Background: an optimization exercise with open tools, aiming at small area, a short achievable clock period and few clock cycles. Do not read the settings as production practice. Where RTL was checked, it was by simulation tests only, not by an equivalence proof against the original. Only the layout flow was run in runs 1 and 2; the RTL was not checked for function there. Power figures rest on the tool's default switching activity, not on a simulated workload.

==> flow/design.v <==
module sched_queue (
    input  wire        clk,
    input  wire        rst,
    input  wire        tick,
    input  wire        step_valid,
    input  wire [63:0] step_ht,
    input  wire        cmd_valid,
    input  wire [63:0] cmd_at,
    input  wire [3:0]  cmd_class,
    input  wire        cmd_strict,
    input  wire [19:0] cmd_lead,
    input  wire [7:0]  cmd_tag,
    output wire        ready,
    output wire [63:0] ht_now,
    output reg         rsp_valid,
    output wire [2:0]  rsp_status,
    output reg  [7:0]  rsp_tag,
    output wire        rsp_high,
    output wire        ex_valid,
    output wire [7:0]  ex_tag,
    output wire        ex_late
);
    localparam N  = 8;
    localparam EW = 63;                  
    localparam [2:0] ST_QUEUED    = 3'd0;
    localparam [2:0] ST_BUSY      = 3'd1;
    localparam [2:0] ST_BAD_PARAM = 3'd2;
    localparam [2:0] ST_LATE      = 3'd3;
    localparam [2:0] ST_NOW       = 3'd4;
    reg [EW-1:0] ht;
    reg          armed_r;                
    reg [N-1:0]  v_r;                    
    reg [N-1:0]  f_try;                  
    reg          c_take;                 
    reg          c_ok;                   
    reg          c_now, c_bad, c_lstrict, c_busy;
    reg          c_high;                 
    reg          c_lee;                  
    reg          c_eq1;                  
    reg          c_l0;                   
    reg          c_l1;                   
    reg          c_tick;
    reg          c_step;
    reg          c_cls;                  
    reg [EW-1:0] e_tick  [0:N-1];
    reg [3:0]    e_class [0:N-1];
    reg          e_late  [0:N-1];
    reg [7:0]    e_tag   [0:N-1];
    reg [N-1:0]  p [0:N-1];
    reg [N-1:0]  q [0:N-1];
    reg [EW-1:0] k_at;                   
    reg [EW-1:0] k_ea;                   
    reg [3:0]    k_c;                    
    reg [7:0]    k_tag;
    reg          k_late;                 
    reg [N-1:0]  oh;
    reg          oh_due;                 
    reg          oh_lt;                  
    reg [7:0]    oh_tag;
    reg          oh_late;
    reg          oh_same;                
    reg          oh_more;                
    integer a, b;
    function automatic [1:0] cmp_lt_eq(input [63:0] xn, input [63:0] y);
        reg [63:0] l, e;
        integer k, w;
        begin
            for (k = 0; k < 64; k = k + 1) begin
                l[k] = xn[k] & y[k];
                e[k] = xn[k] ^ y[k];
            end
            for (w = 1; w < 64; w = w * 2)
                for (k = 0; k < 64; k = k + 2 * w) begin
                    l[k] = l[k+w] | (e[k+w] & l[k]);
                    e[k] = e[k+w] & e[k];
                end
            cmp_lt_eq = {l[0], e[0]};
        end
    endfunction
    function automatic carry_out(input [63:0] x, input [63:0] y);
        reg [63:0] g, p;
        integer k, w;
        begin
            for (k = 0; k < 64; k = k + 1) begin
                g[k] = x[k] & y[k];
                p[k] = x[k] ^ y[k];
            end
            for (w = 1; w < 64; w = w * 2)
                for (k = 0; k < 64; k = k + 2 * w) begin
                    g[k] = g[k+w] | (p[k+w] & g[k]);
                    p[k] = p[k+w] & p[k];
                end
            carry_out = g[0];
        end
    endfunction
    wire         k_val   = c_take && c_ok;           
    wire [N-1:0] f       = f_try & {N{c_ok}};
    wire [N-1:0] v       = v_r | f;
    wire         k_unk   = k_val && c_step;          
    wire         k_due   = k_val && !c_step &&
                           ((c_l0 && (c_lee || (c_tick && c_eq1))) ||
                            (c_l1 && c_tick && c_lee));
    wire         k_lt    = c_tick && c_l0 && c_lee;
    wire         k_first = k_lt || c_cls;            
    assign rsp_status = c_now     ? ST_NOW :
                        c_bad     ? ST_BAD_PARAM :
                        c_lstrict ? ST_LATE :
                        c_busy    ? ST_BUSY : ST_QUEUED;
    assign rsp_high   = c_high && c_ok;
    wire   armed      = armed_r && !rsp_high;
    wire exec_f   = !k_unk && k_due && (!oh_due || k_first);
    wire exec_o   = !k_unk && oh_due && !exec_f;
    wire second   = (k_due && oh_due) || (oh_due && (oh_same || (oh_lt && oh_more)));
    assign ex_valid = exec_f || exec_o;
    assign ex_tag   = exec_f ? k_tag : oh_tag;
    assign ex_late  = exec_f ? (k_late || k_lt) : (oh_late || oh_lt);
    assign ready    = !k_unk && !second;
    assign ht_now   = {1'b0, ht};
    wire [EW-1:0] k_e  = k_late ? k_ea : k_at;    
    wire [63:0]   k_en = ~{1'b0, k_e};
    reg [N-1:0] nf;                      
    reg [N-1:0] ns;                      
    reg [1:0]   c;
    always @(*) begin
        for (a = 0; a < N; a = a + 1) begin
            c     = cmp_lt_eq(k_en, {1'b0, e_tick[a]});
            ns[a] = c[0];
            nf[a] = c[1] || (c[0] && (k_c < e_class[a]));
        end
    end
    wire [63:0] lead64   = {44'd0, cmd_lead};
    wire [63:0] ht64     = {1'b0, ht};
    wire [63:0] nat      = ~cmd_at;
    wire [63:0] csa_s    = ht64 ^ lead64 ^ nat;
    wire [63:0] csa_c    = (ht64 & lead64) | (ht64 & nat) | (lead64 & nat);
    wire        is_late  = csa_c[63] || carry_out(csa_s, {csa_c[62:0], 1'b0});
    wire [20:0]    ea_lo    = {1'b0, ht[19:0]} + {1'b0, cmd_lead};
    wire [EW-21:0] ht_hi1   = ht[EW-1:20] + 1'b1;
    wire [EW-1:0]  earliest = {ea_lo[20] ? ht_hi1 : ht[EW-1:20], ea_lo[19:0]};
    wire [63:0] limit    = {1'b0, ht} + 64'h400_0000_0000;
    wire [1:0]  far_c    = cmp_lt_eq(~limit, cmd_at);
    wire        too_far  = far_c[1];
    wire        bad_cls  = (cmd_class == 4'd0) || (cmd_class > 4'd10);
    wire        at_zero  = (cmd_at == 64'd0);
    wire [N-1:0] pop    = (f & {N{exec_f}}) | (oh & {N{exec_o}});
    wire [N-1:0] v_left = v & ~pop;
    wire         full   = &v_left;
    wire take_op = ready;
    wire take    = take_op && cmd_valid && !full;
    wire pass    = !at_zero && !bad_cls && !too_far && !(is_late && cmd_strict);
    wire [EW-1:0] ht_inc  = ht + 1'b1;
    wire [EW-1:0] ht_next = !take_op   ? ht :
                            step_valid ? step_ht[EW-1:0] :
                            tick       ? ht_inc : ht;
    wire       at_eqe  = !csa_c[63] && (&(csa_s ^ {csa_c[62:0], 1'b0}));
    wire       at_lee  = is_late || at_eqe;                 
    wire       at_eq1  = (cmd_at == {1'b0, ht_inc});       
    wire       lead0   = (cmd_lead == 20'd0);
    wire       lead1   = (cmd_lead == 20'd1);
    reg [3:0] occ;
    always @(*) begin
        occ = 4'd0;
        for (a = 0; a < N; a = a + 1)
            occ = occ + {3'd0, v_left[a]};
    end
    wire armed_now = armed || (occ < 4'd6);
    wire high_c    = armed_now && (occ == 4'd6);
    reg [N-1:0] slot;
    reg         found;
    always @(*) begin
        slot  = {N{1'b0}};
        found = 1'b0;
        for (a = 0; a < N; a = a + 1)
            if (!v_left[a] && !found) begin
                slot[a] = 1'b1;
                found   = 1'b1;
            end
    end
    reg [N-1:0]  oh_next;
    reg [EW-1:0] oh_e_next;
    reg [7:0]    oh_tag_next;
    reg          oh_late_next;
    reg [3:0]    oh_cls_next;
    reg          same_next;
    reg          prec;
    reg          eqr;
    always @(*) begin
        for (a = 0; a < N; a = a + 1) begin
            oh_next[a] = v_left[a];
            for (b = 0; b < N; b = b + 1) begin
                if (b != a) begin
                    if (f[a])      prec = !nf[b];
                    else if (f[b]) prec = nf[a];
                    else           prec = (b < a) ? p[b][a] : !p[a][b];
                    if (v_left[b] && prec) oh_next[a] = 1'b0;
                end
            end
        end
        oh_e_next    = {EW{1'b0}};
        oh_tag_next  = 8'd0;
        oh_late_next = 1'b0;
        oh_cls_next  = 4'd0;
        for (a = 0; a < N; a = a + 1) begin
            oh_e_next    = oh_e_next    | ({EW{oh_next[a] && !f[a]}} & e_tick[a]);
            oh_tag_next  = oh_tag_next  | ({8{oh_next[a]}}  & e_tag[a]);
            oh_late_next = oh_late_next | (oh_next[a] & e_late[a]);
            oh_cls_next  = oh_cls_next  | ({4{oh_next[a]}}  & e_class[a]);
        end
        oh_e_next = oh_e_next | ({EW{|(oh_next & f)}} & k_e);
        same_next = 1'b0;
        for (a = 0; a < N; a = a + 1)
            for (b = a + 1; b < N; b = b + 1) begin
                if (f[a])      eqr = ns[b];
                else if (f[b]) eqr = ns[a];
                else           eqr = q[a][b];
                if (eqr && v_left[a] && v_left[b] && (oh_next[a] || oh_next[b]))
                    same_next = 1'b1;
            end
    end
    wire [1:0] oh_c = cmp_lt_eq(~{1'b0, oh_e_next}, {1'b0, ht_next});
    always @(posedge clk) begin
        if (rst) begin
            ht        <= {EW{1'b0}};
            v_r       <= {N{1'b0}};
            f_try     <= {N{1'b0}};
            c_take    <= 1'b0;
            armed_r   <= 1'b1;
            c_high    <= 1'b0;
            rsp_valid <= 1'b0;
            oh_due    <= 1'b0;
            oh_same   <= 1'b0;
            oh_more   <= 1'b0;
        end else begin
            ht        <= ht_next;
            armed_r   <= armed_now;
            c_high    <= take && high_c;
            rsp_valid <= take_op && cmd_valid;
            v_r       <= v_left;
            f_try     <= slot & {N{take}};
            c_take    <= take;
            oh_due    <= (|v_left) && (oh_c[1] || oh_c[0]);
            oh_same   <= same_next;
            oh_more   <= |(v_left & ~oh_next);
        end
    end
    always @(posedge clk) begin
        c_ok       <= pass;
        c_now      <= at_zero;
        c_bad      <= bad_cls || too_far;
        c_lstrict  <= is_late && cmd_strict;
        c_busy     <= full;
        c_lee      <= at_lee;
        c_eq1      <= at_eq1;
        c_l0       <= lead0;
        c_l1       <= lead1;
        c_tick     <= tick;
        c_step     <= step_valid;
        c_cls      <= cmd_class < oh_cls_next;
        rsp_tag    <= cmd_tag;
        k_at       <= cmd_at[EW-1:0];
        k_ea       <= earliest;
        k_c        <= cmd_class;
        k_tag      <= cmd_tag;
        k_late     <= is_late;
        oh         <= oh_next;
        oh_lt      <= oh_c[1];
        oh_tag     <= oh_tag_next;
        oh_late    <= oh_late_next;
    end
    always @(posedge clk) begin
        for (a = 0; a < N; a = a + 1) begin
            if (f_try[a])
                e_tick[a]  <= k_e;
            if (slot[a]) begin
                e_class[a] <= cmd_class;
                e_late[a]  <= is_late;
                e_tag[a]   <= cmd_tag;
            end
        end
        for (a = 0; a < N; a = a + 1)
            for (b = a + 1; b < N; b = b + 1) begin
                if (f[a]) begin
                    p[a][b] <= nf[b];
                    q[a][b] <= ns[b];
                end else if (f[b]) begin
                    p[a][b] <= !nf[a];
                    q[a][b] <= ns[a];
                end
            end
    end
endmodule
==> flow/run.sh <==
#!/bin/bash
# synth_recipe.tcl (not shown) runs the flow's synth.tcl, then flattens the netlist and writes it again
# the make line also repeats each setting of config.mk as NAME=value (left out here)
make -C /OpenROAD-flow-scripts/flow DESIGN_CONFIG=/design/flow/config.mk WORK_HOME=/design/flow/orfs CLKGATE_MAP_FILE= SYNTH_SCRIPT=/design/flow/synth_recipe.tcl finish
==> flow/config.mk <==
export PLATFORM = sky130hd
export DESIGN_NAME = sched_queue
export DESIGN_NICKNAME = sched_queue
export VERILOG_FILES = /design/flow/design.v
export SDC_FILE = /design/flow/constraint.sdc
export NUM_CORES = 4
export LEC_CHECK = 0
export CAP_MARGIN = 20
export CORE_MARGIN = 2
export CORE_UTILIZATION = 60
export PLACE_DENSITY = 0.7
export SLEW_MARGIN = 20
==> flow/constraint.sdc <==
create_clock -name core_clock -period 52.0 [get_ports {clk}]
set_input_delay 10.4000 -clock core_clock [delete_from_list [all_inputs] [get_ports {clk}]]
set_output_delay 10.4000 -clock core_clock [all_outputs]
set_load 0.01 [all_outputs]
==> results of run 1 <==
==> worst max-delay path: stages <==
cell and delay [ps]:
clkdlybuf4s50_1 470, buf_4 500, clkinv_1 660, nor2_2 230, buf_4 450, a32oi_1 180, o21ai_0 560, ha_1 360
a21o_1 160, a21o_1 170, a21o_1 170, a21oi_1 140, nor2b_1 60, o21ai_0 140, nand2b_1 80, a21oi_1 140
o31ai_1 130, a21oi_1 390, o21ai_0 440, o21a_1 310
==> path summary, 6_finish.rpt <==
check / slack [ps] / end
setup / recovery: 36420 / oh_due$_SDFF_PP0_
setup reg to reg: 40410 / oh_due$_SDFF_PP0_
hold reg to reg: 460 / oh_tag[3]$_DFF_P_
hold / removal: 460 / oh_tag[3]$_DFF_P_
==> Yosys cell counts (all sizes together) (16+ instances only) <==
cell type / number / share of area
nor4: 87 / 0.0099
o22ai: 96 / 0.010
ha: 814 / 0.18
nand4: 166 / 0.018
mux2i: 65 / 0.011
buf: 26 / 0.0036
edfxtp: 636 / 0.33
o2111a: 66 / 0.013
a221oi: 87 / 0.014
a222oi: 95 / 0.017
nor2: 294 / 0.019
o21ai: 241 / 0.021
inv: 453 / 0.030
xnor2: 138 / 0.021
a31oi: 22 / 0.0024
a21oi: 354 / 0.031
o21a: 26 / 0.0034
and2: 31 / 0.0034
a21o: 121 / 0.016
nor2b: 99 / 0.011
fa: 25 / 0.0087
o211ai: 26 / 0.0034
dfxtp: 283 / 0.099
a22oi: 34 / 0.0045
o22a: 16 / 0.0024
nand3: 138 / 0.012
a211oi: 52 / 0.0068
a32oi: 21 / 0.0032
nand2: 369 / 0.024
nand2b: 36 / 0.0039
clkbuf: 195 / 0.013
nor3: 105 / 0.0094
xor2: 48 / 0.0073
and3: 32 / 0.0035
==> power by group through the flow <==
| stage | registers (mW) | clock network [mW] | logic (mW) |
|---|---|---|---|
| global placement | 0.849 | 0 | 0.330 |
| finish | 0.835 | 0.765 | 0.351 |
| CTS | 0.834 | 0.766 | 0.342 |
| detailed placement | 0.849 | 0 | 0.339 |
| floorplan | 0.841 | 0 | 0.205 |
| global route | 0.836 | 0.793 | 0.381 |
==> metal layers <==
layer	vias up	global-route usage	part of all wire
met3	756	0.115	0.12
met1	23233	0.552	0.38
met4	6	0.249	0.071
met5	-	0	0.00025
li1	21571	-	-
met2	3289	0.629	0.43
==> sequential cells by signal, indices dropped and copies added (netlist names), 4 cells and up <==
| name | cells |
|---|---|
| oh_tag | 8 |
| k_at | 63 |
| q | 28 |
| e_tag | 64 |
| k_ea | 63 |
| ht | 63 |
| f_try | 8 |
| p | 28 |
| oh | 8 |
| v_r | 8 |
| e_class | 32 |
| e_late | 8 |
| e_tick | 504 |
| rsp_tag | 8 |
| k_c | 4 |
==> stage by stage <==
stage / std cells / hold WS, ps / power, mW / util / instance area [um^2]
3_5_place_dp: 6961 / 452 / 1.19 / 0.650 / 61700
5_1_grt: 7151 / 484 / 2.01 / 0.688 / 65200
6_report: 7155 / 457 / 1.95 / 0.688 / 65300
4_1_cts: 7151 / 462 / 1.94 / 0.687 / 65200
3_3_place_gp: 6961 / 448 / 1.18 / 0.650 / 61700
2_1_floorplan: 5522 / 436 / 1.05 / - / 57300
==> layout make-up <==
| type | count | area [um^2] |
|---|---|---|
| Antenna cell | 4 | 10.0 |
| Clock buffer | 138 | 2880 |
| Clock inverter | 52 | 673 |
| Fill cell | 7307 | 29600 |
| Inverter | 457 | 1720 |
| Multi-Input combinational cell | 3925 | 30000 |
| Sequential cell | 919 | 24800 |
| Tap cell | 1265 | 1580 |
| Timing Repair Buffer | 395 | 3580 |
==> cells by family (layout without fill, tap and decap cells) <==
logic type | count (synthesis) | after routing
AND/OR/NAND/NOR | 1423 | 1423
AO/OA/AOI/OAI | 1410 | 1410
flip-flops | 919 | 919
adder cells (fa/ha/maj) | 839 | 839
buffers and inverters | 678 | 1042
XOR/XNOR | 186 | 186
multiplexers | 66 | 66
other | 1 | 5
==> summary.txt, run 1 <==
Floorplan
  – DIE HEIGHT: 313 um
  – Die width: 313 um
  – Standard-cell rows: 113
  – Core area: 94,900 um^2
  – Die area: 98,000 um^2
  – Initial Util: 0.604
  – I/O Pins: 254

Detailed routing
  – DR DRC count: 0
  – Iteration-0 DRC count of the detailed router: 7,289
  – Drt total wl: 211,000 um
  – WL/cell: 29.5 um
  – Vias per cell: 6.83
  – Drt pass-1 iters: 9
  – Detailed-route via count: 48.9k
  – DRT antenna net count: 0

Timing
  – Slew headroom: 0.167
  – Clock Skews: 32.2 ps
  – Slew @ Worst Pin: 1240 ps
  – Setup TNS Final: 0 ps
  – Slew Viols, Final: 0
  – Crit share post-route: 0.300
  – Period minus WS final: 15,580 ps
  – Maximum clock rate: 64.2 MHz
  – Worst Slack Setup Final: 36,420 ps
  – RSZ-0062 raised after global routing: false
  – Final hold vios: 0
  – Setup Viol. Count Final: 0

Placed design
  – I/O Buffers: 251
  – Dpl ws: 36,020 ps
  – Gpl congestion: 1.04
  – HPWL after DPL: 155,000 um

Min path
  – Worst hold path depth: 2
  – Worst hold path type: reg -> reg
  – Hold wc startpoint: e_tag[0][3]$_DFFE_PN_

Pwr
  – LEAKAGE: 26.2 nW
  – PD cells: 29.9 nW/um^2
  – Sequential Power Share: 0.428
  – Logic gate share of total power: 0.180
  – Worst vdd ir: 0.0000299 V
  – Sw frac: 0.281
  – P_sw: 549 uW
  – Clk pwr share: 0.392
  – Int Pwr: 1.40 mW

GRT
  – Pin count of the biggest net entering global routing: 64
  – Total grt overflow: 0
  – Gr usage total: 0.422
  – Initial antenna violation count: 10
  – Global-route wire length before repair: 305,000 um
  – Number of global-route vias before repair: 46.0k

Synthesis
  – Syn_nets: 6,527
  – Largest family of logic cells by synthesized area: adder cells
  – Synth Instances: 5,522
  – Syn Std Cell Area: 57,300 um^2
  – Adder-cell area share of the yosys netlist: 0.186
  – Fraction of synthesized area in multiplexers: 0.0115
  – Compound-Gate Fraction of Synth Area: 0.171
  – Simple-gate share of the synthesized area: 0.124
  – Sequential share of the synthesized area: 0.432
  – Synth Area in XOR/XNOR: 0.0284
  – Yosys warns: 7
  – Synth Flop Type: edfxtp_1
  – Ys async rst share: 0
  – EDFF count, synth: 636
  – Library cells used by synthesis: 91
  – Yosys reg bits: 919
  – Syn avg cell area: 10.4 um^2

Critical path
  – Worst path arrival time: 16,190 ps
  – Critical path origin: tick
  – Reg2reg path depth: 31
  – Worst endpoint required time: 52,610 ps
  – RR Startpoint: k_late$_DFF_P_
  – Startpoint Class: input pin
  – Critical Path End Type: flop
  – Setup CP Type: in -> reg
  – Critical-path maximum fanout: 34

Clock tree
  – CTS root buf: clkbuf_16
  – CTS tree: done
  – Post-CTS Setup Repair Bufs: 0
  – Clk pin slew, worst setup/hold paths: 60 ps
  – PostCTS Resize Cnt: 0
  – H-tree depth: 3
  – Number of clock sinks: 919
  – CTS buffer count: 100
  – Max clock buf depth: 3
  – Clock latency at the later pin of the worst-skew pair: 730 ps
  – Hold buffer count at cts: 0

Finish
  – Most frequent cells in the layout: 814 x ha_1, 636 x edfxtp_1, 452 x inv_1
  – Area Overhead vs Synth: 13.9%
  – Final nets: 6,803
  – Most common cell after layout, fill and taps aside: ha_1
  – Layout cells sized above 1: 0.0634

Status
  – Status: timing/DRC/antenna clean

Job
  – Max cap viols: 0
==> run 2: changes to the inputs <==
==> flow/flow/run.sh (new file) <==
#!/bin/bash
set -euo pipefail
export BUFFER_PORTS_ARGS="-buffer_cell sky130_fd_sc_hd__buf_2"
bash standard.sh > standard_flow.log 2>&1
==> flow/standard.sh (new file) <==
#!/bin/bash
# synth_recipe.tcl (not shown) runs the flow's synth.tcl, then flattens the netlist and writes it again
# the make line also repeats each setting of config.mk as NAME=value (left out here)
make -C /OpenROAD-flow-scripts/flow DESIGN_CONFIG=/design/flow/config.mk WORK_HOME=/design/flow/orfs CLKGATE_MAP_FILE= SYNTH_SCRIPT=/design/flow/synth_recipe.tcl "${@:-finish}"
removed: flow/run.sh
==> run 2 against run 1 <==
Against the previous run: utilization decreased by 1.6 points; sequential power about the same; final cell count decreased by 0.15%; hold slack improved by 6.7 ps; final area decreased by 2.4%.
==> summary.txt, run 2 <==
Floorplan
  – Standard-cell rows: 113
  – Die width: 313 um
  – Core area: 94,900 um^2
  – DIE HEIGHT: 313 um
  – Initial Util: 0.604
  – Die area: 98,000 um^2
  – I/O Pins: 254

Status
  – Status: timing/DRC/antenna clean

Finish
  – Final nets: 6,798
  – Most common cell after layout, fill and taps aside: ha_1
  – Layout cells sized above 1: 0.104
  – Most flops, register: e_tick
  – Top Registers: e_tick (504), e_tag (64)
  – Number of flip-flops in the largest register: 504
  – Fillers: 7,504
  – Area Overhead vs Synth: 11.2%
  – Most frequent cells in the layout: 814 x ha_1, 636 x edfxtp_1, 452 x inv_1

Synthesis
  – Synth Flop Type: edfxtp_1
  – EDFF count, synth: 636
  – Yosys warns: 7
  – Largest area contributor in the netlist: edfxtp_1
  – Yosys reg bits: 919
  – Ys async rst share: 0
  – Count leader, synth: ha_1
  – Area contributors post-synth: edfxtp_1 33%, ha_1 18%, dfxtp_1 9.9%, a21oi_1 3.1%, inv_1 3.0%
  – Syn avg cell area: 10.4 um^2
  – Leading cell types by count after synthesis: 814 x ha_1, 636 x edfxtp_1, 452 x inv_1, 369 x nand2_1, 354 x a21oi_1
  – Syn Std Cell Area: 57,300 um^2
  – Top cell type's share of synthesized area: 0.333
  – Sequential share of the synthesized area: 0.432
  – Synth Instances: 5,522
  – Library cells used by synthesis: 91
  – Syn_nets: 6,527

Timing
  – Crit share post-route: 0.293
  – Slew Viols, Final: 0
  – Slew @ Worst Pin: 1220 ps
  – Setup TNS Final: 0 ps
  – Setup Viol. Count Final: 0
  – RSZ-0062 raised after global routing: false
  – Final hold vios: 0
  – Slew headroom: 0.181
  – Period minus WS final: 15,250 ps
  – Maximum clock rate: 65.6 MHz
  – Clock Skews: 24.8 ps

Critical path
  – Critical Path End Type: flop
  – CP Cell Sequence: buf_2, buf_4, clkinv_1, nor2_2, buf_4, a32oi_1, o21ai_0, ha_1, a21o_1, a21o_1, a21o_1, a21oi_1, nor2b_1, o21ai_0, nand2b_1, a21oi_1, o31ai_1, a21oi_1, o21ai_0, o21a_1
  – Startpoint Class: input pin
  – Critical-path maximum fanout: 34
  – R2r setup slk: 40,570 ps
  – Worst path arrival time: 15,840 ps
  – Largest delay share family, worst path: compound AO/OA/AOI/OAI gates
  – CP peak stage delay: 670 ps
  – Setup CP Type: in -> reg
  – Worst endpoint required time: 52,590 ps
  – CP Buf/Inv Count: 4
  – Critical path's slowest cell: o21ai_0

GRT
  – Pin count of the biggest net entering global routing: 69
  – Number of global-route vias before repair: 45.9k
  – Gr usage total: 0.410
  – Total grt overflow: 0
  – Initial antenna violation count: 8
  – Global-route wire length before repair: 299,000 um

Clock tree
  – Hold buffer count at cts: 0
  – H-tree depth: 3
  – Clk pin slew, worst setup/hold paths: 60 ps
  – Number of clock sinks: 919
  – CTS root buf: clkbuf_16
  – Max clock buf depth: 3
  – Clock latency at the later pin of the worst-skew pair: 700 ps
  – CTS tree: done
  – PostCTS Resize Cnt: 0
  – Post-CTS Setup Repair Bufs: 0
  – CTS buffer count: 100

Detailed routing
  – M1 WL: 77,400 um
  – Drt total wl: 205,000 um
  – Drt pass-1 iters: 9
  – DRT antenna net count: 0
  – Detailed-route via count: 48.7k
  – Iteration-0 DRC count of the detailed router: 7,459
  – WL met2: 87,300 um
  – Metal3 WL: 25,400 um
  – DR DRC count: 0
  – WL/cell: 28.7 um
  – Top Layer Used: met5
  – Vias per cell: 6.82

Pwr
  – Pwr Total: 1.89 mW
  – PD cells: 29.6 nW/um^2
  – LEAKAGE: 26.1 nW
  – Worst vdd ir: 0.0000363 V

Placed design
  – I/O Buffers: 251
  – HPWL after DPL: 151,000 um
  – Gpl congestion: 1.04

Job
  – Max cap viols: 0

Min path
  – Worst hold path type: reg -> reg
## run 2: cell counts after synthesis
No cell type changed its count.
## run 2: worst paths after layout
path | startpoint | endpoint | cells past startpoint
max | tick | oh_due$_SDFF_PP0_ | 20
min | e_tag[0][4]$_DFFE_PN_ | oh_tag[4]$_DFF_P_ | 2
max reg2reg | k_late$_DFF_P_ | oh_due$_SDFF_PP0_ | 24
min reg2reg | e_tag[0][4]$_DFFE_PN_ | oh_tag[4]$_DFF_P_ | 2
## run 2: stage by stage
step                hold WS (ps)  setup slack [ps]  utilization  std cells  instance area, um^2
CTS                          467             37130        0.671       7140                63600
detailed placement           454             36420        0.637       6955                60400
global placement             452             36450        0.637       6955                60400
finish                       464             36750        0.671       7144                63700
floorplan                    436             38350            -       5522                57300
global route                 472             36850        0.671       7142                63700
## run 2: power breakdown
part | internal [mW] | switching, mW
Combinational | 0.123 | 0.215
Clock | 0.410 | 0.305
Sequential | 0.813 | 0.0216
## run 2: final cells by class
| type | instances | area (um^2) | area share |
|---|---|---|---|
| antenna | 3 | 7.51 | 0.000118 |
| tap | 1265 | 1580 | 0.0248 |
| timing repair buffer | 390 | 2310 | 0.0362 |
| multi-input combinational | 3925 | 30000 | 0.471 |
| clock buffer | 136 | 2780 | 0.0437 |
| sequential | 919 | 24800 | 0.389 |
| inverter | 457 | 1720 | 0.0269 |
| clock inverter | 49 | 473 | 0.00742 |
## run 2: routing by layer
layer	vias up	track usage
met5	-	0
met4	4	0.244
met3	722	0.0985
met2	3295	0.613
met1	23172	0.543
li1	21547	-
## run 2: logic make-up after synthesis
logic type | count (synthesis) | share of synthesized area
other | 1 | 0.0000654
AOI/OAI and AO/OA | 1410 | 0.171
and+or+nand+nor | 1423 | 0.124
xor gates and xnor gates | 186 | 0.0284
DFF | 919 | 0.432
muxes | 66 | 0.0115
buffers and inverters | 678 | 0.0463
adders and majority gates | 839 | 0.186
## run 2: tightest hold or removal path: stages (launching register included)
cell      delay [ps]
edfxtp_1         320
a22oi_1           60
nand3_1           60
==> run 3: changes to the inputs <==
--- a/flow/design.v
+++ b/flow/design.v
@@ -49,7 +49,8 @@
     reg [N-1:0]  p [0:N-1];
     reg [N-1:0]  q [0:N-1];
     reg [EW-1:0] k_at;                   
-    reg [EW-1:0] k_ea;                   
+    reg [20:0]   k_ea_lo;                
+    reg [EW-21:0] k_ht_hi;               
     reg [3:0]    k_c;                    
     reg [7:0]    k_tag;
     reg          k_late;                 
@@ -116,7 +117,9 @@
     assign ex_late  = exec_f ? (k_late || k_lt) : (oh_late || oh_lt);
     assign ready    = !k_unk && !second;
     assign ht_now   = {1'b0, ht};
-    wire [EW-1:0] k_e  = k_late ? k_ea : k_at;    
+    wire [EW-21:0] k_ea_hi = k_ea_lo[20] ? k_ht_hi + 1'b1 : k_ht_hi;
+    wire [EW-1:0]  k_ea    = {k_ea_hi, k_ea_lo[19:0]};
+    wire [EW-1:0]  k_e     = k_late ? k_ea : k_at;    
     wire [63:0]   k_en = ~{1'b0, k_e};
     reg [N-1:0] nf;                      
     reg [N-1:0] ns;                      
@@ -135,8 +138,6 @@
     wire [63:0] csa_c    = (ht64 & lead64) | (ht64 & nat) | (lead64 & nat);
     wire        is_late  = csa_c[63] || carry_out(csa_s, {csa_c[62:0], 1'b0});
     wire [20:0]    ea_lo    = {1'b0, ht[19:0]} + {1'b0, cmd_lead};
-    wire [EW-21:0] ht_hi1   = ht[EW-1:20] + 1'b1;
-    wire [EW-1:0]  earliest = {ea_lo[20] ? ht_hi1 : ht[EW-1:20], ea_lo[19:0]};
     wire [63:0] limit    = {1'b0, ht} + 64'h400_0000_0000;
     wire [1:0]  far_c    = cmp_lt_eq(~limit, cmd_at);
     wire        too_far  = far_c[1];
@@ -218,6 +219,8 @@
             end
     end
     wire [1:0] oh_c = cmp_lt_eq(~{1'b0, oh_e_next}, {1'b0, ht_next});
+    wire       oh_le_n = oh_c[1] || oh_c[0];
+    wire       oh_lt_n = oh_c[1];
     always @(posedge clk) begin
         if (rst) begin
             ht        <= {EW{1'b0}};
@@ -238,7 +241,7 @@
             v_r       <= v_left;
             f_try     <= slot & {N{take}};
             c_take    <= take;
-            oh_due    <= (|v_left) && (oh_c[1] || oh_c[0]);
+            oh_due    <= (|v_left) && oh_le_n;
             oh_same   <= same_next;
             oh_more   <= |(v_left & ~oh_next);
         end
@@ -258,12 +261,13 @@
         c_cls      <= cmd_class < oh_cls_next;
         rsp_tag    <= cmd_tag;
         k_at       <= cmd_at[EW-1:0];
-        k_ea       <= earliest;
+        k_ea_lo    <= ea_lo;
+        k_ht_hi    <= ht[EW-1:20];
         k_c        <= cmd_class;
         k_tag      <= cmd_tag;
         k_late     <= is_late;
         oh         <= oh_next;
-        oh_lt      <= oh_c[1];
+        oh_lt      <= oh_lt_n;
         oh_tag     <= oh_tag_next;
         oh_late    <= oh_late_next;
     end
==> run 3 against run 2 <==
Against the previous run: still clean on timing, DRC and antenna; synthesized area down 0.85%; final cell count down 1.8%; non-clock buffer count up 5; clock skew up 7.3 ps; routed wire length up 2.7%; synthesized cell count down 2.8%; largest cell class unchanged.
==> summary.txt, run 3 <==
Status
  – Status: timing/DRC/antenna clean

Detailed routing
  – Detailed-route via count: 48.5k
  – DRT antenna net count: 0
  – Iteration-0 DRC count of the detailed router: 7,322
  – DR DRC count: 0
  – Drt total wl: 211,000 um
  – WL/cell: 30.0 um
  – Drt pass-1 iters: 10
  – Vias per cell: 6.91

Clock tree
  – PostCTS Resize Cnt: 0
  – Max clock buf depth: 3
  – CTS root buf: clkbuf_16
  – H-tree depth: 3
  – Number of clock sinks: 920
  – Hold buffer count at cts: 0
  – Clk pin slew, worst setup/hold paths: 60 ps
  – CTS buffer count: 98
  – Clock latency at the later pin of the worst-skew pair: 720 ps
  – Post-CTS Setup Repair Bufs: 0
  – CTS tree: done

Critical path
  – Critical Path End Type: flop
  – Worst path arrival time: 14,830 ps
  – CP peak stage delay: 500 ps
  – Critical path's slowest cell: a211o_1
  – Setup CP Type: in -> reg
  – CP Buf/Inv Count: 4
  – Largest delay share family, worst path: compound AO/OA/AOI/OAI gates
  – CP Cell Sequence: buf_2, inv_1, buf_4, nand2_1, buf_4, nor2_1, nand2_1, o32ai_1, a21oi_1, ha_1, a21oi_1, nor2b_1, o21ai_0, nand2b_1, a21oi_1, nor2b_1, o21ai_0, nand2b_1, a21oi_1, o31ai_1, a211o_1, o21a_1
  – Worst endpoint required time: 52,600 ps
  – Critical Path Most Common Cell: a21oi_1
  – Startpoint Class: input pin
  – Critical-path maximum fanout: 21

Synthesis
  – Yosys warns: 7
  – Library cells used by synthesis: 92
  – Synth Flop Type: edfxtp_1
  – Area contributors post-synth: edfxtp_1 34%, ha_1 18%, dfxtp_1 10%, a21oi_1 3.1%, a222oi_1 2.8%
  – Ys async rst share: 0
  – Top cell type's share of synthesized area: 0.336
  – Syn Std Cell Area: 56,800 um^2
  – Syn_nets: 6,370
  – Count leader, synth: ha_1
  – Largest area contributor in the netlist: edfxtp_1
  – Yosys reg bits: 920
  – Syn avg cell area: 10.6 um^2
  – EDFF count, synth: 636
  – Leading cell types by count after synthesis: 814 x ha_1, 636 x edfxtp_1, 353 x a21oi_1, 343 x inv_1, 330 x nand2_1
  – Synth Instances: 5,365
  – Sequential share of the synthesized area: 0.436

Floorplan
  – Standard-cell rows: 112
  – Die area: 97,200 um^2
  – Die width: 312 um
  – Core area: 93,600 um^2
  – DIE HEIGHT: 312 um
  – I/O Pins: 254
  – Initial Util: 0.607

Finish
  – Final nets: 6,673
  – Final Util: 0.679
  – Final Non-Filler Cells: 7,012
  – Area Overhead vs Synth: 11.9%
  – Multi-input logic area: 30,000 um^2
  – Top Registers: e_tick (504), e_tag (64)
  – Most frequent cells in the layout: 814 x ha_1, 636 x edfxtp_1, 352 x a21oi_1
  – Sequential cell area: 24,800 um^2
  – Most common cell after layout, fill and taps aside: ha_1
  – Number of flip-flops in the largest register: 504
  – Most flops, register: e_tick
  – Layout cells sized above 1: 0.108
  – Fillers: 7,287

GRT
  – Global-route wire length before repair: 307,000 um
  – Initial antenna violation count: 7
  – Number of global-route vias before repair: 46.4k
  – Total grt overflow: 0
  – Gr usage total: 0.425
  – Pin count of the biggest net entering global routing: 70

Pwr
  – Sequential Power Share: 0.433
  – LEAKAGE: 25.5 nW
  – Sw frac: 0.286
  – PD cells: 30.4 nW/um^2
  – P_sw: 552 uW
  – Clk pwr share: 0.390
  – Worst vdd ir: 0.0000269 V
  – Int Pwr: 1.38 mW
  – Pwr Total: 1.93 mW
  – Logic gate share of total power: 0.177

Min path
  – Worst hold path type: reg -> reg

Placed design
  – Dpl ws: 37,220 ps
  – I/O Buffers: 251
  – Placed insts: 6,821
  – Gpl congestion: 1.01
  – HPWL after DPL: 155,000 um

Timing
  – Period minus WS final: 14,220 ps
  – RSZ-0062 raised after global routing: false
  – Crit share post-route: 0.274
  – Final hold vios: 0
  – Setup TNS Final: 0 ps
  – Setup Viol. Count Final: 0
  – Worst Slack Setup Final: 37,780 ps
  – Slew Viols, Final: 0
  – Clock Skews: 32.0 ps
  – Slew headroom: 0.152
  – Slew @ Worst Pin: 1260 ps
  – Maximum clock rate: 70.3 MHz

Job
  – Max cap viols: 0
-- run 3: changes by cell type in the layout (fill, tap and decap cells not counted), moves of 21 or more --
cell      before  now
nor2_1       291  261
and3_1        31   52
a22oi_1       34   56
a222oi_1      95  157
a21boi_0       4   48
mux2i_1       56   22
nand2_1      368  329
o22ai_1       96   34
a221oi_1      83   24
o21ai_0      238  260
inv_1        452  342
nand3_1      138  190
nor3_1        99   75
-- run 3: worst paths after layout --
| check | start | endpoint | slack [ps] | cells past startpoint |
|---|---|---|---|---|
| hold / removal | armed_r$_SDFF_PP1_ | armed_r$_SDFF_PP1_ | 470 | 1 |
| setup reg to reg | k_ht_hi[0]$_DFF_P_ | oh_due$_SDFF_PP0_ | 39090 | 40 |
| setup / recovery | step_valid | oh_due$_SDFF_PP0_ | 37780 | 22 |
| hold reg to reg | armed_r$_SDFF_PP1_ | armed_r$_SDFF_PP1_ | 470 | 1 |
-- run 3: logic make-up (layout without fill, tap and decap cells) --
| family | Yosys count | count (layout) | share of synthesized area |
|---|---|---|---|
| compound gates | 1457 | 1457 | 0.182 |
| xor+xnor | 184 | 184 | 0.0284 |
| fa+ha+maj | 839 | 839 | 0.188 |
| buf+inv | 541 | 930 | 0.0373 |
| flops | 920 | 920 | 0.436 |
| mux | 30 | 30 | 0.00546 |
| other cells | 1 | 5 | 0.0000660 |
| simple gates | 1393 | 1393 | 0.123 |
-- run 3: final cells by class --
type                            count  area share
Clock buffer                      134      0.0456
Inverter                          349      0.0206
Timing Repair Buffer              395      0.0368
Sequential cell                   920       0.390
Tap cell                         1254      0.0247
Multi-Input combinational cell   3904       0.472
Clock inverter                     52     0.00986
Antenna cell                        4    0.000157
-- run 3: power by group through the flow --
stage                     sequential (mW)  clock, mW  combinational (mW)
after CTS                           0.835      0.756               0.333
after detailed placement            0.851          0               0.329
after floorplan                     0.844          0               0.204
after global placement              0.850          0               0.320
final                               0.836      0.754               0.342
after global routing                0.837      0.785               0.374
-- run 3: stage by stage --
| stage | area, um^2 | hold slack, ps |
|---|---|---|
| floorplan | 56800 | 407 |
| global placement | 60000 | 443 |
| detailed placement | 60000 | 457 |
| CTS | 63600 | 471 |
| global route | 63600 | 484 |
| finish | 63600 | 474 |
-- run 3: layer usage --
metal,routed length (um),track usage,share of wire,vias to the layer above
met4,13700,0.240,0.065,8
met5,52,0,0.00025,-
met2,89600,0.631,0.43,3251
met3,26200,0.105,0.12,633
met1,81100,0.567,0.38,23242
li1,-,-,-,21341
Testbench counts of run 3, summed over its fixed seeds: cycles 26,019.
==> run 4: changes to the inputs <==
--- a/flow/config.mk
+++ b/flow/config.mk
@@ -8,5 +8,7 @@
 export CAP_MARGIN = 20
 export CORE_MARGIN = 2
 export CORE_UTILIZATION = 60
+export CTS_CLUSTER_DIAMETER = 100
+export CTS_CLUSTER_SIZE = 20
 export PLACE_DENSITY = 0.7
 export SLEW_MARGIN = 20
==> run 4 against run 3 <==
Against the previous run: largest power group unchanged; die area unchanged; highest routed layer unchanged; critical path type unchanged; register-to-register slack worse by 100 ps; clock skew down 4.1 ps; critical endpoint unchanged; still clean on timing, DRC and antenna.
==> summary.txt, run 4 <==
Status
  – Status: timing/DRC/antenna clean

Placed design
  – Gpl congestion: 1.01
  – Placed insts: 6,821
  – HPWL after DPL: 155,000 um
  – I/O Buffers: 251
  – Dpl ws: 37,220 ps

Synthesis
  – Leading cell types by count after synthesis: 814 x ha_1, 636 x edfxtp_1, 353 x a21oi_1, 343 x inv_1, 330 x nand2_1
  – Library cells used by synthesis: 92
  – Yosys warns: 7
  – Synth Flop Type: edfxtp_1
  – Count leader, synth: ha_1
  – EDFF count, synth: 636
  – Syn Std Cell Area: 56,800 um^2
  – Ys async rst share: 0
  – Syn avg cell area: 10.6 um^2
  – Sequential share of the synthesized area: 0.436
  – Top cell type's share of synthesized area: 0.336
  – Syn_nets: 6,370
  – Synth Instances: 5,365
  – Yosys reg bits: 920
  – Area contributors post-synth: edfxtp_1 34%, ha_1 18%, dfxtp_1 10%, a21oi_1 3.1%, a222oi_1 2.8%
  – Largest area contributor in the netlist: edfxtp_1

Floorplan
  – Die width: 312 um
  – Core area: 93,600 um^2
  – Die area: 97,200 um^2
  – Initial Util: 0.607
  – I/O Pins: 254
  – Standard-cell rows: 112
  – DIE HEIGHT: 312 um

Timing
  – Final hold vios: 0
  – Slew headroom: 0.159
  – Worst Slack Setup Final: 37,710 ps
  – Setup Viol. Count Final: 0
  – RSZ-0062 raised after global routing: false
  – Slew Viols, Final: 0
  – Setup TNS Final: 0 ps
  – Clock Skews: 27.9 ps
  – Crit share post-route: 0.275
  – Maximum clock rate: 70.0 MHz
  – Period minus WS final: 14,290 ps
  – Slew @ Worst Pin: 1250 ps
  – WHS: 470 ps

Finish
  – Final Non-Filler Cells: 6,925
  – Sequential cell area: 24,800 um^2
  – Most frequent cells in the layout: 814 x ha_1, 636 x edfxtp_1, 352 x a21oi_1
  – Number of flip-flops in the largest register: 504
  – Most common cell after layout, fill and taps aside: ha_1
  – Multi-input logic area: 30,000 um^2
  – Layout cells sized above 1: 0.0916
  – Final Util: 0.659
  – Top Registers: e_tick (504), e_tag (64)
  – Final nets: 6,627
  – Most flops, register: e_tick
  – Fillers: 7,545
  – Area Overhead vs Synth: 8.53%

Clock tree
  – CTS buffer count: 53
  – Clock latency at the later pin of the worst-skew pair: 670 ps
  – CTS root buf: clkbuf_16
  – Number of clock sinks: 920
  – Post-CTS Setup Repair Bufs: 0
  – CTS tree: done
  – PostCTS Resize Cnt: 0
  – H-tree depth: 2
  – Max clock buf depth: 3
  – Hold buffer count at cts: 0
  – Clk pin slew, worst setup/hold paths: 80 ps

Detailed routing
  – DR DRC count: 0
  – WL/cell: 30.1 um
  – DRT antenna net count: 0
  – Metal3 WL: 25,500 um
  – Drt total wl: 209,000 um
  – Top Layer Used: met5
  – Vias per cell: 6.95
  – Detailed-route via count: 48.1k
  – WL met2: 89,100 um
  – Iteration-0 DRC count of the detailed router: 7,379
  – M1 WL: 80,700 um
  – Drt pass-1 iters: 11

Pwr
  – LEAKAGE: 24.6 nW
  – Worst vdd ir: 0.0000320 V
  – PD cells: 26.5 nW/um^2

Critical path
  – R2r setup slk: 38,990 ps
  – Worst r2r dst: oh_due$_SDFF_PP0_
  – Reg2reg path depth: 35
  – Setup CP Type: in -> reg
  – Startpoint Class: input pin
  – Critical-path maximum fanout: 21
  – Worst endpoint required time: 52,570 ps
  – Critical Path End Type: flop
  – RR Startpoint: k_ea_lo[20]$_DFF_P_
  – Worst path arrival time: 14,860 ps

Min path
  – Hold Crit Endpoint: oh_tag[5]$_DFF_P_
  – Hold wc startpoint: e_tag[7][5]$_DFFE_PP_
  – Worst hold path depth: 2
  – Worst hold path type: reg -> reg

Job
  – Max cap viols: 0

GRT
  – Number of global-route vias before repair: 45.8k
  – Gr usage total: 0.419
  – Total grt overflow: 0
  – Initial antenna violation count: 8
  – Pin count of the biggest net entering global routing: 70
  – Global-route wire length before repair: 304,000 um
[run 4: cell counts after synthesis]
Identical to the previous run, type by type.
[run 4: area by class of cell]
cell class                 count  share of cell area
sequential                   920               0.402
clock buffer                  92              0.0249
inverter                     349              0.0212
clock inverter                 7             0.00134
tap                         1254              0.0254
timing repair buffer         394              0.0378
multi-input combinational   3904               0.487
antenna                        5            0.000203
[run 4: power by group]
group	internal (mW)	switching, mW	total [mW]
Clock	0.208	0.250	0.458
Sequential	0.812	0.0224	0.835
Combinational	0.123	0.218	0.341
[run 4: cells by family after synthesis]
kind of cell | share of synthesized area
AO/OA/AOI/OAI | 0.182
XOR/XNOR | 0.0284
adder cells (fa/ha/maj) | 0.188
buffers and inverters | 0.0373
flip-flops | 0.436
multiplexers | 0.00546
other | 0.0000660
AND/OR/NAND/NOR | 0.123
[run 4: metrics by stage]
| stage | area, um^2 | power (mW) |
|---|---|---|
| 2_1_floorplan | 56800 | 1.05 |
| 3_3_place_gp | 60000 | 1.17 |
| 3_5_place_dp | 60000 | 1.18 |
| 4_1_cts | 61700 | 1.62 |
| 5_1_grt | 61700 | 1.69 |
| 6_report | 61700 | 1.63 |
[run 4: per-layer routing]
layer  GRT usage  vias to the layer above
li1            -                    21216
met1       0.565                    23023
met2       0.626                     3197
met3      0.0986                      667
met4       0.226                        6
met5           0                        -
[run 4: worst max-delay path, stage by stage]
cell and delay [ps]:
buf_2 260, inv_1 150, buf_4 270, nand2_1 220, buf_4 280, nor2_1 160, nand2_1 70, o32ai_1 360
a21oi_1 250, ha_1 380, a21oi_1 140, nor2b_1 50, o21ai_0 140, nand2b_1 80, a21oi_1 140, nor2b_1 50
o21ai_0 140, nand2b_1 100, a21oi_1 300, o31ai_1 130, a211o_1 490, o21a_1 250
[run 4: worst max-delay path by stage]
stage                     startpoint                end  cells past startpoint
after floorplan                 tick  oh_due$_SDFF_PP0_                     19
after global placement    step_valid  oh_due$_SDFF_PP0_                     22
after detailed placement  step_valid  oh_due$_SDFF_PP0_                     22
after CTS                 step_valid  oh_due$_SDFF_PP0_                     22
after global routing      step_valid  oh_due$_SDFF_PP0_                     22
final                     step_valid  oh_due$_SDFF_PP0_                     22
==> run 5: changes to the inputs <==
--- a/flow/design.v
+++ b/flow/design.v
@@ -94,32 +94,26 @@
             carry_out = g[0];
         end
     endfunction
-    wire         k_val   = c_take && c_ok;           
     wire [N-1:0] f       = f_try & {N{c_ok}};
     wire [N-1:0] v       = v_r | f;
-    wire         k_unk   = k_val && c_step;          
-    wire         k_due   = k_val && !c_step &&
-                           ((c_l0 && (c_lee || (c_tick && c_eq1))) ||
-                            (c_l1 && c_tick && c_lee));
-    wire         k_lt    = c_tick && c_l0 && c_lee;
-    wire         k_first = k_lt || c_cls;            
-    assign rsp_status = c_now     ? ST_NOW :
-                        c_bad     ? ST_BAD_PARAM :
-                        c_lstrict ? ST_LATE :
-                        c_busy    ? ST_BUSY : ST_QUEUED;
-    assign rsp_high   = c_high && c_ok;
-    wire   armed      = armed_r && !rsp_high;
-    wire exec_f   = !k_unk && k_due && (!oh_due || k_first);
-    wire exec_o   = !k_unk && oh_due && !exec_f;
-    wire second   = (k_due && oh_due) || (oh_due && (oh_same || (oh_lt && oh_more)));
-    assign ex_valid = exec_f || exec_o;
-    assign ex_tag   = exec_f ? k_tag : oh_tag;
-    assign ex_late  = exec_f ? (k_late || k_lt) : (oh_late || oh_lt);
-    assign ready    = !k_unk && !second;
+    wire         exec_f, exec_o, armed;
+    sched_queue_out u_out (
+        .c_take(c_take), .c_ok(c_ok), .c_step(c_step), .c_tick(c_tick),
+        .c_l0(c_l0), .c_l1(c_l1), .c_lee(c_lee), .c_eq1(c_eq1), .c_cls(c_cls),
+        .c_now(c_now), .c_bad(c_bad), .c_lstrict(c_lstrict), .c_busy(c_busy),
+        .c_high(c_high), .armed_r(armed_r),
+        .k_tag(k_tag), .k_late(k_late),
+        .oh_due(oh_due), .oh_lt(oh_lt), .oh_same(oh_same), .oh_more(oh_more),
+        .oh_tag(oh_tag), .oh_late(oh_late),
+        .exec_f(exec_f), .exec_o(exec_o), .armed(armed),
+        .ready(ready), .ex_valid(ex_valid), .ex_tag(ex_tag), .ex_late(ex_late),
+        .rsp_status(rsp_status), .rsp_high(rsp_high)
+    );
     assign ht_now   = {1'b0, ht};
     wire [EW-21:0] k_ea_hi = k_ea_lo[20] ? k_ht_hi + 1'b1 : k_ht_hi;
     wire [EW-1:0]  k_ea    = {k_ea_hi, k_ea_lo[19:0]};
     wire [EW-1:0]  k_e     = k_late ? k_ea : k_at;    
+    wire [EW-1:0]  ht_inc  = ht + 1'b1;
     wire [63:0]   k_en = ~{1'b0, k_e};
     reg [N-1:0] nf;                      
     reg [N-1:0] ns;                      
@@ -131,33 +125,25 @@
             nf[a] = c[1] || (c[0] && (k_c < e_class[a]));
         end
     end
-    wire [63:0] lead64   = {44'd0, cmd_lead};
-    wire [63:0] ht64     = {1'b0, ht};
-    wire [63:0] nat      = ~cmd_at;
-    wire [63:0] csa_s    = ht64 ^ lead64 ^ nat;
-    wire [63:0] csa_c    = (ht64 & lead64) | (ht64 & nat) | (lead64 & nat);
-    wire        is_late  = csa_c[63] || carry_out(csa_s, {csa_c[62:0], 1'b0});
-    wire [20:0]    ea_lo    = {1'b0, ht[19:0]} + {1'b0, cmd_lead};
-    wire [63:0] limit    = {1'b0, ht} + 64'h400_0000_0000;
-    wire [1:0]  far_c    = cmp_lt_eq(~limit, cmd_at);
-    wire        too_far  = far_c[1];
-    wire        bad_cls  = (cmd_class == 4'd0) || (cmd_class > 4'd10);
-    wire        at_zero  = (cmd_at == 64'd0);
+    wire        is_late, at_lee, at_eq1, too_far, bad_cls, at_zero;
+    wire        lead0, lead1;
+    wire [20:0] ea_lo;
+    sched_queue_check u_check (
+        .ht(ht), .ht_inc(ht_inc), .cmd_at(cmd_at), .cmd_lead(cmd_lead),
+        .cmd_class(cmd_class),
+        .is_late(is_late), .at_lee(at_lee), .at_eq1(at_eq1),
+        .too_far(too_far), .bad_cls(bad_cls), .at_zero(at_zero),
+        .lead0(lead0), .lead1(lead1), .ea_lo(ea_lo)
+    );
     wire [N-1:0] pop    = (f & {N{exec_f}}) | (oh & {N{exec_o}});
     wire [N-1:0] v_left = v & ~pop;
     wire         full   = &v_left;
     wire take_op = ready;
     wire take    = take_op && cmd_valid && !full;
     wire pass    = !at_zero && !bad_cls && !too_far && !(is_late && cmd_strict);
-    wire [EW-1:0] ht_inc  = ht + 1'b1;
     wire [EW-1:0] ht_next = !take_op   ? ht :
                             step_valid ? step_ht[EW-1:0] :
                             tick       ? ht_inc : ht;
-    wire       at_eqe  = !csa_c[63] && (&(csa_s ^ {csa_c[62:0], 1'b0}));
-    wire       at_lee  = is_late || at_eqe;                 
-    wire       at_eq1  = (cmd_at == {1'b0, ht_inc});       
-    wire       lead0   = (cmd_lead == 20'd0);
-    wire       lead1   = (cmd_lead == 20'd1);
     reg [3:0] occ;
     always @(*) begin
         occ = 4'd0;
@@ -218,9 +204,13 @@
                     same_next = 1'b1;
             end
     end
-    wire [1:0] oh_c = cmp_lt_eq(~{1'b0, oh_e_next}, {1'b0, ht_next});
-    wire       oh_le_n = oh_c[1] || oh_c[0];
-    wire       oh_lt_n = oh_c[1];
+    wire        oh_le_n, oh_lt_n;
+    sched_queue_due u_due (
+        .e(oh_e_next), .ht(ht), .ht_inc(ht_inc), .step_ht(step_ht[EW-1:0]),
+        .do_step(take_op && step_valid),
+        .do_tick(take_op && tick && !step_valid),
+        .le(oh_le_n), .lt(oh_lt_n)
+    );
     always @(posedge clk) begin
         if (rst) begin
             ht        <= {EW{1'b0}};
@@ -293,3 +283,159 @@
             end
     end
 endmodule
+module sched_queue_check (
+    input  wire [62:0] ht,
+    input  wire [62:0] ht_inc,
+    input  wire [63:0] cmd_at,
+    input  wire [19:0] cmd_lead,
+    input  wire [3:0]  cmd_class,
+    output wire        is_late,      
+    output wire        at_lee,       
+    output wire        at_eq1,       
+    output wire        too_far,      
+    output wire        bad_cls,
+    output wire        at_zero,
+    output wire        lead0,
+    output wire        lead1,
+    output wire [20:0] ea_lo         
+);
+    function automatic [1:0] cmp_lt_eq(input [63:0] xn, input [63:0] y);
+        reg [63:0] l, e;
+        integer k, w;
+        begin
+            for (k = 0; k < 64; k = k + 1) begin
+                l[k] = xn[k] & y[k];
+                e[k] = xn[k] ^ y[k];
+            end
+            for (w = 1; w < 64; w = w * 2)
+                for (k = 0; k < 64; k = k + 2 * w) begin
+                    l[k] = l[k+w] | (e[k+w] & l[k]);
+                    e[k] = e[k+w] & e[k];
+                end
+            cmp_lt_eq = {l[0], e[0]};
+        end
+    endfunction
+    function automatic carry_out(input [63:0] x, input [63:0] y);
+        reg [63:0] g, p;
+        integer k, w;
+        begin
+            for (k = 0; k < 64; k = k + 1) begin
+                g[k] = x[k] & y[k];
+                p[k] = x[k] ^ y[k];
+            end
+            for (w = 1; w < 64; w = w * 2)
+                for (k = 0; k < 64; k = k + 2 * w) begin
+                    g[k] = g[k+w] | (p[k+w] & g[k]);
+                    p[k] = p[k+w] & p[k];
+                end
+            carry_out = g[0];
+        end
+    endfunction
+    wire [63:0] lead64 = {44'd0, cmd_lead};
+    wire [63:0] ht64   = {1'b0, ht};
+    wire [63:0] nat    = ~cmd_at;
+    wire [63:0] csa_s  = ht64 ^ lead64 ^ nat;
+    wire [63:0] csa_c  = (ht64 & lead64) | (ht64 & nat) | (lead64 & nat);
+    assign is_late = csa_c[63] || carry_out(csa_s, {csa_c[62:0], 1'b0});
+    wire   at_eqe  = !csa_c[63] && (&(csa_s ^ {csa_c[62:0], 1'b0}));
+    assign at_lee  = is_late || at_eqe;
+    assign at_eq1  = (cmd_at == {1'b0, ht_inc});
+    assign ea_lo   = {1'b0, ht[19:0]} + {1'b0, cmd_lead};
+    wire [63:0] limit = {1'b0, ht} + 64'h400_0000_0000;
+    wire [1:0]  far_c = cmp_lt_eq(~limit, cmd_at);
+    assign too_far = far_c[1];
+    assign bad_cls = (cmd_class == 4'd0) || (cmd_class > 4'd10);
+    assign at_zero = (cmd_at == 64'd0);
+    assign lead0   = (cmd_lead == 20'd0);
+    assign lead1   = (cmd_lead == 20'd1);
+endmodule
+module sched_queue_due (
+    input  wire [62:0] e,
+    input  wire [62:0] ht,
+    input  wire [62:0] ht_inc,
+    input  wire [62:0] step_ht,
+    input  wire        do_step,
+    input  wire        do_tick,      
+    output wire        le,           
+    output wire        lt            
+);
+    function automatic [1:0] cmp_lt_eq(input [63:0] xn, input [63:0] y);
+        reg [63:0] l, e;
+        integer k, w;
+        begin
+            for (k = 0; k < 64; k = k + 1) begin
+                l[k] = xn[k] & y[k];
+                e[k] = xn[k] ^ y[k];
+            end
+            for (w = 1; w < 64; w = w * 2)
+                for (k = 0; k < 64; k = k + 2 * w) begin
+                    l[k] = l[k+w] | (e[k+w] & l[k]);
+                    e[k] = e[k+w] & e[k];
+                end
+            cmp_lt_eq = {l[0], e[0]};
+        end
+    endfunction
+    function automatic carry_out(input [63:0] x, input [63:0] y);
+        reg [63:0] g, p;
+        integer k, w;
+        begin
+            for (k = 0; k < 64; k = k + 1) begin
+                g[k] = x[k] & y[k];
+                p[k] = x[k] ^ y[k];
+            end
+            for (w = 1; w < 64; w = w * 2)
+                for (k = 0; k < 64; k = k + 2 * w) begin
+                    g[k] = g[k+w] | (p[k+w] & g[k]);
+                    p[k] = p[k+w] & p[k];
+                end
+            carry_out = g[0];
+        end
+    endfunction
+    wire [63:0] en = ~{1'b0, e};
+    wire [1:0]  c  = cmp_lt_eq(en, {1'b0, ht});
+    wire [1:0]  cs = cmp_lt_eq(en, {1'b0, step_ht});
+    wire        e1 = (e == ht_inc);
+    assign le = do_step ? (cs[1] || cs[0]) : (c[1] || c[0] || (do_tick && e1));
+    assign lt = do_step ? cs[1] : (c[1] || (do_tick && c[0]));
+endmodule
+module sched_queue_out (
+    input  wire       c_take, c_ok, c_step, c_tick,
+    input  wire       c_l0, c_l1, c_lee, c_eq1, c_cls,
+    input  wire       c_now, c_bad, c_lstrict, c_busy, c_high, armed_r,
+    input  wire [7:0] k_tag,
+    input  wire       k_late,
+    input  wire       oh_due, oh_lt, oh_same, oh_more,
+    input  wire [7:0] oh_tag,
+    input  wire       oh_late,
+    output wire       exec_f,        
+    output wire       exec_o,        
+    output wire       armed,
+    output wire       ready,
+    output wire       ex_valid,
+    output wire [7:0] ex_tag,
+    output wire       ex_late,
+    output wire [2:0] rsp_status,
+    output wire       rsp_high
+);
+    wire k_val   = c_take && c_ok;           
+    wire k_unk   = k_val && c_step;          
+    wire k_due   = k_val && !c_step &&
+                   ((c_l0 && (c_lee || (c_tick && c_eq1))) ||
+                    (c_l1 && c_tick && c_lee));
+    wire k_lt    = c_tick && c_l0 && c_lee;
+    wire k_first = k_lt || c_cls;            
+    assign rsp_status = c_now     ? 3'd4 :   
+                        c_bad     ? 3'd2 :   
+                        c_lstrict ? 3'd3 :   
+                        c_busy    ? 3'd1 :   
+                                    3'd0;    
+    assign rsp_high   = c_high && c_ok;
+    assign armed      = armed_r && !rsp_high;
+    assign exec_f   = !k_unk && k_due && (!oh_due || k_first);
+    assign exec_o   = !k_unk && oh_due && !exec_f;
+    wire   second   = (k_due && oh_due) || (oh_due && (oh_same || (oh_lt && oh_more)));
+    assign ex_valid = exec_f || exec_o;
+    assign ex_tag   = exec_f ? k_tag : oh_tag;
+    assign ex_late  = exec_f ? (k_late || k_lt) : (oh_late || oh_lt);
+    assign ready    = !k_unk && !second;
+endmodule
--- a/flow/config.mk
+++ b/flow/config.mk
@@ -8,7 +8,6 @@
 export CAP_MARGIN = 20
 export CORE_MARGIN = 2
 export CORE_UTILIZATION = 60
-export CTS_CLUSTER_DIAMETER = 100
-export CTS_CLUSTER_SIZE = 20
 export PLACE_DENSITY = 0.7
 export SLEW_MARGIN = 20
+export SYNTH_HIERARCHICAL = 1
==> run 5 against run 4 <==
Against the previous run: critical endpoint unchanged; critical path type is now reg -> reg; highest routed layer unchanged; sequential cell count is the same; fmax increased by 3.0%; combinational power down about 10%.
==> summary.txt, run 5 <==
Clock tree
  – CTS tree: done
  – Hold buffer count at cts: 0
  – Clock latency at the later pin of the worst-skew pair: 730 ps
  – Number of clock sinks: 920
  – CTS buffer count: 100
  – CTS root buf: clkbuf_16
  – PostCTS Resize Cnt: 0
  – H-tree depth: 3
  – Clk pin slew, worst setup/hold paths: 60 ps
  – Max clock buf depth: 3
  – Post-CTS Setup Repair Bufs: 0

Placed design
  – Gpl congestion: 1.09
  – Dpl ws: 37,950 ps
  – Placed insts: 7,198
  – HPWL after DPL: 170,000 um
  – I/O Buffers: 251
  – Placed inst area: 62,300 um^2

Synthesis
  – Synth Flop Type: edfxtp_1
  – Ys async rst share: 0
  – Library cells used by synthesis: 105
  – Syn_nets: 6,781
  – Leading cell types by count after synthesis: 875 x ha_1, 636 x edfxtp_1, 470 x a21oi_1, 462 x nand2_1, 372 x inv_1
  – Area contributors post-synth: edfxtp_1 32%, ha_1 19%, dfxtp_1 9.6%, a21oi_1 4.0%, nand2_1 2.9%
  – Yosys reg bits: 920
  – Largest area contributor in the netlist: edfxtp_1
  – Yosys warns: 15
  – Top cell type's share of synthesized area: 0.323
  – Syn avg cell area: 10.3 um^2
  – Sequential share of the synthesized area: 0.420
  – Synth Instances: 5,715
  – Syn Std Cell Area: 59,100 um^2
  – Count leader, synth: ha_1
  – EDFF count, synth: 636

Timing
  – RSZ-0062 raised after global routing: false
  – Slew Viols, Final: 0
  – Period minus WS final: 13,870 ps
  – Slew headroom: 0.182
  – Setup Viol. Count Final: 0
  – Setup TNS Final: 0 ps
  – Worst Slack Setup Final: 38,130 ps
  – Maximum clock rate: 72.1 MHz
  – Slew @ Worst Pin: 1220 ps
  – Final hold vios: 0
  – Crit share post-route: 0.267
  – Clock Skews: 51.5 ps
  – WHS: 445 ps

Critical path
  – Critical Path End Type: flop
  – Startpoint Class: flop
  – Worst r2r dst: oh_due$_SDFF_PP0_
  – RR Startpoint: k_ht_hi[0]$_DFF_P_
  – Critical-path maximum fanout: 43
  – CP peak stage delay: 970 ps
  – Reg2reg path depth: 37
  – Critical path's slowest cell: nor4_1
  – Worst endpoint required time: 52,590 ps
  – Worst path arrival time: 14,460 ps
  – R2r setup slk: 38,130 ps
  – Setup CP Type: reg -> reg
  – Critical Path Most Common Cell: buf_4

Floorplan
  – I/O Pins: 254
  – Die area: 101,000 um^2
  – Standard-cell rows: 115
  – Initial Util: 0.603
  – DIE HEIGHT: 318 um
  – Core area: 98,000 um^2
  – Die width: 318 um

GRT
  – Gr usage total: 0.437
  – Total grt overflow: 0
  – Pin count of the biggest net entering global routing: 97
  – Initial antenna violation count: 10
  – Number of global-route vias before repair: 47.8k
  – Global-route wire length before repair: 325,000 um

Pwr
  – Pwr Total: 1.89 mW
  – PD cells: 28.8 nW/um^2
  – Worst vdd ir: 0.0000324 V
  – LEAKAGE: 26.7 nW

Finish
  – Final nets: 7,080
  – Area Overhead vs Synth: 11.4%
  – Number of flip-flops in the largest register: 504
  – Most flops, register: e_tick
  – Final Non-Filler Cells: 7,391
  – Fillers: 7,722
  – Most common cell after layout, fill and taps aside: ha_1
  – Design Area, Final: 65,800 um^2
  – Top Registers: e_tick (504), e_tag (64)
  – Most frequent cells in the layout: 875 x ha_1, 636 x edfxtp_1, 470 x a21oi_1
  – Layout cells sized above 1: 0.112
  – Final Util: 0.672

Min path
  – Worst hold path type: reg -> reg
  – Hold wc startpoint: e_late[7]$_DFFE_PP_
  – Hold Crit Endpoint: oh_late$_DFF_P_
  – Worst hold path depth: 2

Detailed routing
  – Drt total wl: 227,000 um
  – DRT antenna net count: 0
  – WL/cell: 30.7 um
  – DR DRC count: 0
  – Drt pass-1 iters: 11
  – Iteration-0 DRC count of the detailed router: 7,218
  – Detailed-route via count: 51.6k
  – Vias per cell: 6.98

Job
  – Max cap viols: 0

Status
  – Status: timing/DRC/antenna clean
[run 5: changes by cell type after synthesis, sizes merged, moves of 67 or more]
cell and delta:
nor2b -71, o2111a -67, a21o -72, a221oi +85, a21oi +117, nand2 +133
[run 5: how the worst max path moves through the flow]
stage | startpoint | endpoint | slack [ps] | cells after the start
final | k_ht_hi[0]$_DFF_P_ | oh_due$_SDFF_PP0_ | 38130 | 37
after global routing | k_ht_hi[0]$_DFF_P_ | oh_due$_SDFF_PP0_ | 37910 | 37
after CTS | k_ht_hi[0]$_DFF_P_ | oh_due$_SDFF_PP0_ | 38640 | 36
after detailed placement | step_valid | oh_due$_SDFF_PP0_ | 37950 | 9
after global placement | step_valid | oh_due$_SDFF_PP0_ | 37910 | 9
after floorplan | cmd_lead[9] | c_ok$_DFF_P_ | 39140 | 12
[run 5: worst max-delay path: cells and delay by family (launching register included)]
| kind | cells | cell delay (ps) |
|---|---|---|
| AO/OA/AOI/OAI | 10 | 4260 |
| buffers and inverters | 7 | 1800 |
| AND/OR/NAND/NOR | 17 | 6350 |
| adder cells (fa/ha/maj) | 3 | 860 |
| flip-flops | 1 | 380 |
[run 5: cell families (layout without fill, tap and decap cells)]
group / count (synthesis) / count (layout) / share of synthesized area
other: 1 / 5 / 0.0000635
buffers and inverters: 585 / 970 / 0.0388
xor gates and xnor gates: 206 / 206 / 0.0305
DFF: 920 / 920 / 0.420
adders and majority gates: 900 / 900 / 0.194
muxes: 49 / 49 / 0.00892
and+or+nand+nor: 1556 / 1556 / 0.133
AOI/OAI and AO/OA: 1498 / 1498 / 0.175
[run 5: layout make-up]
cell class / count / area (um^2) / area share
multi-input combinational: 4210 / 32100 / 0.487
sequential: 920 / 24800 / 0.377
clock buffer: 122 / 2700 / 0.0410
timing repair buffer: 403 / 2400 / 0.0365
tap: 1287 / 1610 / 0.0245
inverter: 379 / 1420 / 0.0216
clock inverter: 66 / 774 / 0.0118
antenna: 4 / 10.0 / 0.000152
[run 5: power by group]
| group | switching, mW | total [mW] | internal [mW] |
|---|---|---|---|
| Sequential | 0.0225 | 0.829 | 0.807 |
| Combinational | 0.201 | 0.306 | 0.105 |
| Clock | 0.318 | 0.758 | 0.441 |
| Total | 0.542 | 1.89 | 1.35 |
[run 5: per-layer routing]
| metal | routed length [um] | track usage | vias to the layer above |
|---|---|---|---|
| met5 | 61 | 0 | - |
| met4 | 18000 | 0.288 | 8 |
| met3 | 25900 | 0.0994 | 755 |
| met2 | 98800 | 0.672 | 3396 |
| met1 | 84300 | 0.556 | 24751 |
| li1 | - | - | 22648 |
[run 5: per-module statistics from Yosys, one instance, submodules excluded]
module | times used | area [um^2] | flops+latches | cells inside
sched_queue | 1 | 48400 | 920 | 4332
sched_queue_out | 1 | 273 | 0 | 34
sched_queue_check | 1 | 6580 | 0 | 846
sched_queue_due | 1 | 3770 | 0 | 503
Testbench counts of run 5, summed over its fixed seeds: cycles 26,019.

==> afterwards: timing with drivers on the ports <==
The flow's constraints put no driver on any port. The routed layouts listed below were extracted and timed again, unchanged, in two steps. Step 1: set_driving_cell puts a clkbuf_16 on clk and a buf_2 on each other input, an assumption about the parent block. Step 2 moves the port delays by t, midway between the first and last clock arrival at a register: inputs arrive t later, outputs are due t later. That takes back most of the time a late clock gives input paths. Slacks: ideal ports / drivers / drivers and shift; pairs: ideal ports / drivers.
run	shift t [ns]	setup WS [ns]	hold slack, ns	worst register clock-pin slew, ns	worst slew at a driven data input, ns
run 1	0.788	36.423 / 36.477 / 35.690	0.457 / 0.457 / 0.457	0.07 / 0.07	0.18
run 2	0.754	36.750 / 36.787 / 36.032	0.464 / 0.464 / 0.464	0.08 / 0.08	0.19
run 3	0.779	37.776 / 37.835 / 37.056	0.474 / 0.474 / 0.474	0.07 / 0.07	0.08
run 4	0.736	37.707 / 37.766 / 37.030	0.470 / 0.470 / 0.470	0.10 / 0.10	0.07
run 5	0.780	38.126 / 38.126 / 37.605	0.445 / 0.445 / 0.445	0.07 / 0.07	0.05
After both steps every run listed still meets setup and hold. For run 1, which loses most, drivers alone change the setup slack by +0.054 ns; drivers and shift together by -0.733 ns.
